Source: an optimization exercise on an open RTL-to-GDS flow (aim: small area, a short achievable clock period and few clock cycles). Production flows keep margins and buffers that such runs may drop.
RTL that was checked went through simulation tests only; none was proved equivalent to the original.

## 01-17
Design press_aes, start of the top module:
module press_aes (
    input  wire         clk,
    input  wire         rst,         
    input  wire         key_valid,
    output wire         key_ready,
    input  wire [1:0]   key_len,     
    input  wire [255:0] key,
    input  wire         in_valid,
    output wire         in_ready,
    input  wire         in_dec,      
    input  wire [127:0] in_data,
    output wire         out_valid,
    input  wire         out_ready,
    output wire [127:0] out_data
);
make LEC_CHECK=0 ABC_CLOCK_PERIOD_IN_PS=3500 CAP_MARGIN=20 CORE_MARGIN=2 CORE_UTILIZATION=45 PLACE_DENSITY=0.6 SETUP_SLACK_MARGIN=5 SLEW_MARGIN=20 finish   # period 12.0 ns
run.sh (not shown) runs the stock make flow with config.mk's settings and CLKGATE_MAP_FILE= SYNTH_SCRIPT=/design/flow/synth_recipe.tcl, a recipe that flattens the netlist after the stock synthesis.
Having completed the whole flow, 01-17 delivered a layout that passed the timing, design-rule and antenna checks.
For 11-02, these inputs were changed with respect to 01-17:
Settings: CAP_MARGIN now 70, was 20; SLEW_MARGIN now 70, was 20.
Findings:
- 11-02: flow completed, timing, DRC and antenna clean
- In 11-02, buffer count from post-CTS setup fixing is lower than in 01-17.
- Comparing 01-17 and 11-02, met3 layer wire length in the routed design is lower on 01-17.
- Against 01-17, 11-02 reports a post-placement setup slack that is higher.
No functional check of the RTL was part of any run of this note.

---

== 01-26 ==
Another version of the RTL of press_aes (not shown whole).
For scale: roughly 520 I/O pins, about 110000 µm² of cells after synthesis.
clock: 12.0 ns
lec_check: 0
abc_clock_period_in_ps: 3500
cap_margin: 20
core_margin: 2
core_utilization: 45
cts_cluster_diameter: 150
cts_cluster_size: 16
place_density: 0.65
setup_slack_margin: 5
slew_margin: 20
standard.sh (not shown) runs the stock make flow with config.mk's settings and CLKGATE_MAP_FILE= SYNTH_SCRIPT=/design/flow/synth_recipe.tcl, a recipe that flattens the netlist after the stock synthesis.
==> flow/flow/run.sh <==
#!/bin/bash
set -euo pipefail
W=$PWD
export OWN_ABC_SCRIPT=$W/flow/abc_map.script
{
  cat <<'TCL'
# ORFS's synthesis calls abc with its own -script; use ours instead.
proc abc {args} {
  set i [lsearch -exact $args -script]
  if {$i >= 0} { lset args [expr {$i + 1}] $::env(OWN_ABC_SCRIPT) }
  puts "abc with own script: $args"
  yosys abc {*}$args
}
TCL
  cat synth_recipe.tcl
} > own_synth.tcl
bash standard.sh SYNTH_SCRIPT=$W/own_synth.tcl SETUP_SLACK_MARGIN=8 \
  "BUFFER_PORTS_ARGS=-buffer_cell sky130_fd_sc_hd__buf_1" finish > flow.log 2>&1
==> flow/flow/abc_map.script <==
&get -n
&st
&syn2
&dch
&if -g -K 6
&synch2
&nf -R 1000
&st
&syn2
&dch
&if -g -K 6
&synch2
&nf -R 1000
&put
Testbench counts of 01-26, summed over its fixed seeds: cycles 29,355.
Here is what was changed in the inputs of 09-27 compared with 01-26.
Settings: a change of PLACE_DENSITY from 0.65 to 0.6.
--- a/flow/flow/run.sh
+++ b/flow/flow/run.sh
@@ -15,4 +15,4 @@
   cat synth_recipe.tcl
 } > own_synth.tcl
-bash standard.sh SYNTH_SCRIPT=$W/own_synth.tcl SETUP_SLACK_MARGIN=8 \
+bash standard.sh SYNTH_SCRIPT=$W/own_synth.tcl SETUP_SLACK_MARGIN=8.2 \
   "BUFFER_PORTS_ARGS=-buffer_cell sky130_fd_sc_hd__buf_1" finish > flow.log 2>&1
The flow did not stop early for 09-27: all stages ran, and the layout cleared the timing, design-rule and antenna checks.
Post-detailed-route count of antenna-violating nets: 01-26 vs 09-27 — no meaningful difference

---

Setup of v14:
press_aes again, from the RTL that the note above started with.
clock: 12.0 ns
lec_check: 0
abc_clock_period_in_ps: 3500
cap_margin: 20
core_margin: 2
core_utilization: 45
cts_cluster_diameter: 150
cts_cluster_size: 16
gpl_routability_driven: 0
place_density: 0.6
setup_slack_margin: 5
slew_margin: 20
==> flow/flow/run.sh <==
#!/bin/bash
set -euo pipefail
W=$PWD
export OWN_ABC_SCRIPT=$W/flow/abc_map.script
{
  cat <<'TCL'
# ORFS's synthesis calls abc with its own -script; use ours instead.
proc abc {args} {
  set i [lsearch -exact $args -script]
  if {$i >= 0} { lset args [expr {$i + 1}] $::env(OWN_ABC_SCRIPT) }
  puts "abc with own script: $args"
  yosys abc {*}$args
}
TCL
  cat synth_recipe.tcl
} > own_synth.tcl
bash standard.sh SYNTH_SCRIPT=$W/own_synth.tcl SETUP_SLACK_MARGIN=8 \
  "BUFFER_PORTS_ARGS=-buffer_cell sky130_fd_sc_hd__buf_1" finish > flow.log 2>&1
Scripts as last shown in full above: flow/flow/abc_map.script
Testbench counts of v14, summed over its fixed seeds: cycles 29,355.
The inputs of v1 differ from those of v14 as listed below.
- GPL_ROUTABILITY_DRIVEN removed (was 0)
==> flow/flow/abc_map.script <==
&get -n
&st
&dch
&if -g -K 6
&synch2
&nf -R 1000
&st
&dch
&if -g -K 6
&synch2
&nf -R 1000
&put
==> results.txt <==
Comparing wire length on met3 for v1 and v14, the smaller number came from v1. When the final numbers for v1 and v14 were put side by side, the number of cells on the worst reg-to-reg path turned out to be smaller in v1. Summary of v1 over v14: first-pass GRT wire length picked up an extra about 4%, die area essentially unchanged, transition time at the pin with the least slew margin now sits lower. v1 vs v14 — buffer count excluding the clock tree in the final layout climbed by a few percent. The maximum clock frequency on v1 is in line with that on v14. v14 ended up with kw[231] as its origin of the worst setup path; v1 ended up with kw[228]. v1 -> v14: remaining global-route overflow delta 0, exact match. On post-placement worst setup slack: between v1 and v14, it ends up higher for v1. The fraction of area in multi-input gates was comparable across v1 and v14. Post-DP HPWL of v1 exceeds that of v14 by a few percent.
Here is what was changed in the inputs of v20 compared with v1.
==> flow/flow/abc_map.script <==
&get -n
&st
&syn2
&dch
&if -g -K 6
&synch2
&nf -R 1000
&st
&syn2
&dch
&if -g -K 6
&synch2
&nf -R 1000
&st
&syn2
&dch
&if -g -K 6
&synch2
&nf -R 1000
&put
Results
No stage failed in v20, and the final checks on the layout all came back clean. v1 -> v20: count of filler cells inserted in the layout increased slightly. The higher amount of wire on met3 after detailed routing of v20 and v1 is in v20. Setup slack of the critical path after layout (v20 over v1): increase, 0.0035 ns. | met1 wire length | v20 vs v1 | about 2.6% lower |. The timing endpoint of the critical path comes out st[6] in one run and st[111] in the other, namely in v20 and v1 respectively.

---

Setup of run 1:
press_aes again, from the RTL that the note above started with.
clock: 12.0 ns
lec_check: 0
abc_clock_period_in_ps: 3500
cap_margin: 20
core_margin: 2
core_utilization: 45
cts_cluster_diameter: 150
cts_cluster_size: 16
place_density: 0.6
setup_slack_margin: 5
slew_margin: 20
==> flow/flow/run.sh <==
#!/bin/bash
set -euo pipefail
W=$PWD
export OWN_ABC_SCRIPT=$W/flow/abc_map.script
{
  cat <<'TCL'
# ORFS's synthesis calls abc with its own -script; use ours instead.
proc abc {args} {
  set i [lsearch -exact $args -script]
  if {$i >= 0} { lset args [expr {$i + 1}] $::env(OWN_ABC_SCRIPT) }
  puts "abc with own script: $args"
  yosys abc {*}$args
}
TCL
  cat synth_recipe.tcl
} > own_synth.tcl
bash standard.sh SYNTH_SCRIPT=$W/own_synth.tcl SETUP_SLACK_MARGIN=7.8 \
  "BUFFER_PORTS_ARGS=-buffer_cell sky130_fd_sc_hd__buf_1" finish > flow.log 2>&1
==> flow/flow/abc_map.script <==
&get -n
&st
&syn2
&dch
&if -g -K 6
&synch2
&nf -R 1000
&st
&syn2
&dch
&if -g -K 6
&synch2
&nf -R 1000
&put
Run 1: PASS, flow complete, no timing, DRC or antenna violations
Testbench counts of run 1, summed over its fixed seeds: cycles 29,355.
For run 2, these inputs were changed with respect to run 1:
diff --git a/flow/flow/run.sh b/flow/flow/run.sh
--- a/flow/flow/run.sh
+++ b/flow/flow/run.sh
@@ -15,4 +15,4 @@
   cat synth_recipe.tcl
 } > own_synth.tcl
-bash standard.sh SYNTH_SCRIPT=$W/own_synth.tcl SETUP_SLACK_MARGIN=7.8 \
+bash standard.sh SYNTH_SCRIPT=$W/own_synth.tcl SETUP_SLACK_MARGIN=8 \
   "BUFFER_PORTS_ARGS=-buffer_cell sky130_fd_sc_hd__buf_1" finish > flow.log 2>&1
==> flow/flow/abc_map.script <==
&get -n
&st
&syn2
&dch
&if -g -K 6
&synch2
&nf -R 1000
&put
[summary]
[compare] base=run 1 new=run 2: number of global-route vias before repair moved up; area after synthesis moved down; critical path depth moved up; arrival time of the worst setup path moved up.
Later-pin clock latency in the skew report (run 2 over run 1): increase, 0.02 ns
For run 3, these inputs were changed with respect to run 2:
Settings: a change of CORE_UTILIZATION from 45 to 40.
==> flow/flow/abc_map.script <==
&get -n
&st
&syn2
&dch
&if -g -K 6
&synch2
&nf -R 1000
&st
&syn2
&dch
&if -g -K 6
&synch2
&nf -R 1000
&put
[summary]
- Going from run 2 to run 3, clock skew held; fraction of layout cells with a size suffix above 1 went down 0.86 points.
- Taking run 2 as the reference, in run 3 first-pass GRT wire length lost about 1.7%; vertical die dimension picked up an extra about 6%; wire length on met1 picked up an extra 0.45%.
- Looking at type of the worst setup path, the flop to output port result is from run 3; the flop to flop one comes from run 2.
Input changes introduced in run 4 (baseline for comparison: run 3):
Settings: CORE_UTILIZATION changed from 40 to 45; CTS_CLUSTER_DIAMETER changed from 150 to 200; CTS_CLUSTER_SIZE changed from 16 to 20.
==> flow/flow/abc_map.script <==
&get -n
&st
&syn2
&dch
&if -g -K 6
&synch2
&nf -R 1000
&put
Results
Core box area: run 4 lower than run 3. Mux contribution to synthesized area across run 3 and run 4: no real change.

---

== v6 ==
Another version of the RTL of press_aes (not shown whole).
Size in the first run: about 1600 flip-flops.
export LEC_CHECK = 0
export ABC_CLOCK_PERIOD_IN_PS = 3500
export CAP_MARGIN = 20
export CORE_MARGIN = 2
export CORE_UTILIZATION = 45
export CTS_CLUSTER_DIAMETER = 200
export CTS_CLUSTER_SIZE = 20
export PLACE_DENSITY = 0.6
export SETUP_SLACK_MARGIN = 5
export SLEW_MARGIN = 20
create_clock -name core_clock -period 12.0 [get_ports {clk}]
==> flow/flow/run.sh <==
#!/bin/bash
set -euo pipefail
W=$PWD
export OWN_ABC_SCRIPT=$W/flow/abc_map.script
{
  cat <<'TCL'
# ORFS's synthesis calls abc with its own -script; use ours instead.
proc abc {args} {
  set i [lsearch -exact $args -script]
  if {$i >= 0} { lset args [expr {$i + 1}] $::env(OWN_ABC_SCRIPT) }
  puts "abc with own script: $args"
  yosys abc {*}$args
}
TCL
  cat synth_recipe.tcl
} > own_synth.tcl
bash standard.sh SYNTH_SCRIPT=$W/own_synth.tcl SETUP_SLACK_MARGIN=8.15 \
  "BUFFER_PORTS_ARGS=-buffer_cell sky130_fd_sc_hd__buf_1" finish > flow.log 2>&1
==> flow/flow/abc_map.script <==
&get -n
&st
&syn2
&dch
&nf -R 1000
&put
The final layout from v6, which completed every stage, passed the timing, design-rule and antenna checks at the end of the flow.
diff inputs: v6 => v7
diff --git a/flow/flow/run.sh b/flow/flow/run.sh
--- a/flow/flow/run.sh
+++ b/flow/flow/run.sh
@@ -15,4 +15,4 @@
   cat synth_recipe.tcl
 } > own_synth.tcl
-bash standard.sh SYNTH_SCRIPT=$W/own_synth.tcl SETUP_SLACK_MARGIN=8.15 \
+bash standard.sh SYNTH_SCRIPT=$W/own_synth.tcl SETUP_SLACK_MARGIN=8 \
   "BUFFER_PORTS_ARGS=-buffer_cell sky130_fd_sc_hd__buf_1" finish > flow.log 2>&1
### Flow results
- Looking at post-layout instance area across both flows, v7 is the stronger of the two, with v6 trailing.
- From v6 to v7 the numbers moved as follows: worst clock skew on the final layout closely matched the old numbers, transition at the pin with the smallest max-transition slack decreased by 0.091 ns relative to the old numbers.
- On worst setup slack, the higher figure sits with v6, not v7.
- Number of fill cells up about 1.6% in v7 wrt v6
- Count of hold-fix buffers inserted at cts came out exactly the same in v6 and v7.
- Against v6, v7 comes in about 12% lower on number of non-clock buffers.
- Routed wire in v7 totals less than in v6.
- In the tables for v6 and v7, layout buffering overhead excluding clock cells reads higher with v6.
Function was not checked in any run of this note: the RTL went through the layout flow alone.

==> separate check: timing with driven ports <==
No port has a modelled driver above. Below, the same layouts with a new extraction and two added sets of constraints. Step 1 (the two cells are an assumption about what drives the block):
set clk [get_ports {clk}]
set_driving_cell -lib_cell sky130_fd_sc_hd__clkbuf_16 $clk
set_driving_cell -lib_cell sky130_fd_sc_hd__buf_2 [delete_from_list [all_inputs] $clk]
Step 2 times the ports against the registers' clock, not the clock port: input delays grow and output delays shrink by t, the midpoint of the rising clock arrivals with the driver on. Three values: ideal ports, drivers, drivers and shift; two values: the first two.
run | t (ns) | setup WS [ns] | clock arrival spread, ns
01-17 | 0.945 | 5.201 / 5.201 / 4.961 | 0.049 / 0.049
11-02 | 0.955 | 5.185 / 5.185 / 5.185 | 0.044 / 0.044
01-26 | 0.932 | 7.904 / 7.900 / 7.116 | 0.056 / 0.056
09-27 | 0.931 | 8.019 / 7.916 / 7.182 | 0.047 / 0.047
v14 | 0.954 | 7.862 / 7.862 / 7.151 | 0.062 / 0.061
v1 | 0.948 | 7.859 / 7.859 / 7.167 | 0.070 / 0.070
v20 | 0.970 | 7.862 / 7.862 / 7.110 | 0.097 / 0.097
run 1 | 0.928 | 7.786 / 7.786 / 6.929 | 0.042 / 0.041
run 2 | 0.936 | 7.784 / 7.784 / 7.144 | 0.084 / 0.083
run 3 | 0.929 | 7.769 / 7.658 / 7.116 | 0.086 / 0.086
run 4 | 0.924 | 7.872 / 7.872 / 7.101 | 0.094 / 0.094
v6 | 0.923 | 8.015 / 7.924 / 7.248 | 0.076 / 0.076
v7 | 0.926 | 7.827 / 7.827 / 7.142 | 0.077 / 0.078
After both steps setup and hold are still met in every run listed. For run 1, which loses most, drivers alone change the setup slack by 0.000 ns; drivers and shift together by -0.857 ns.
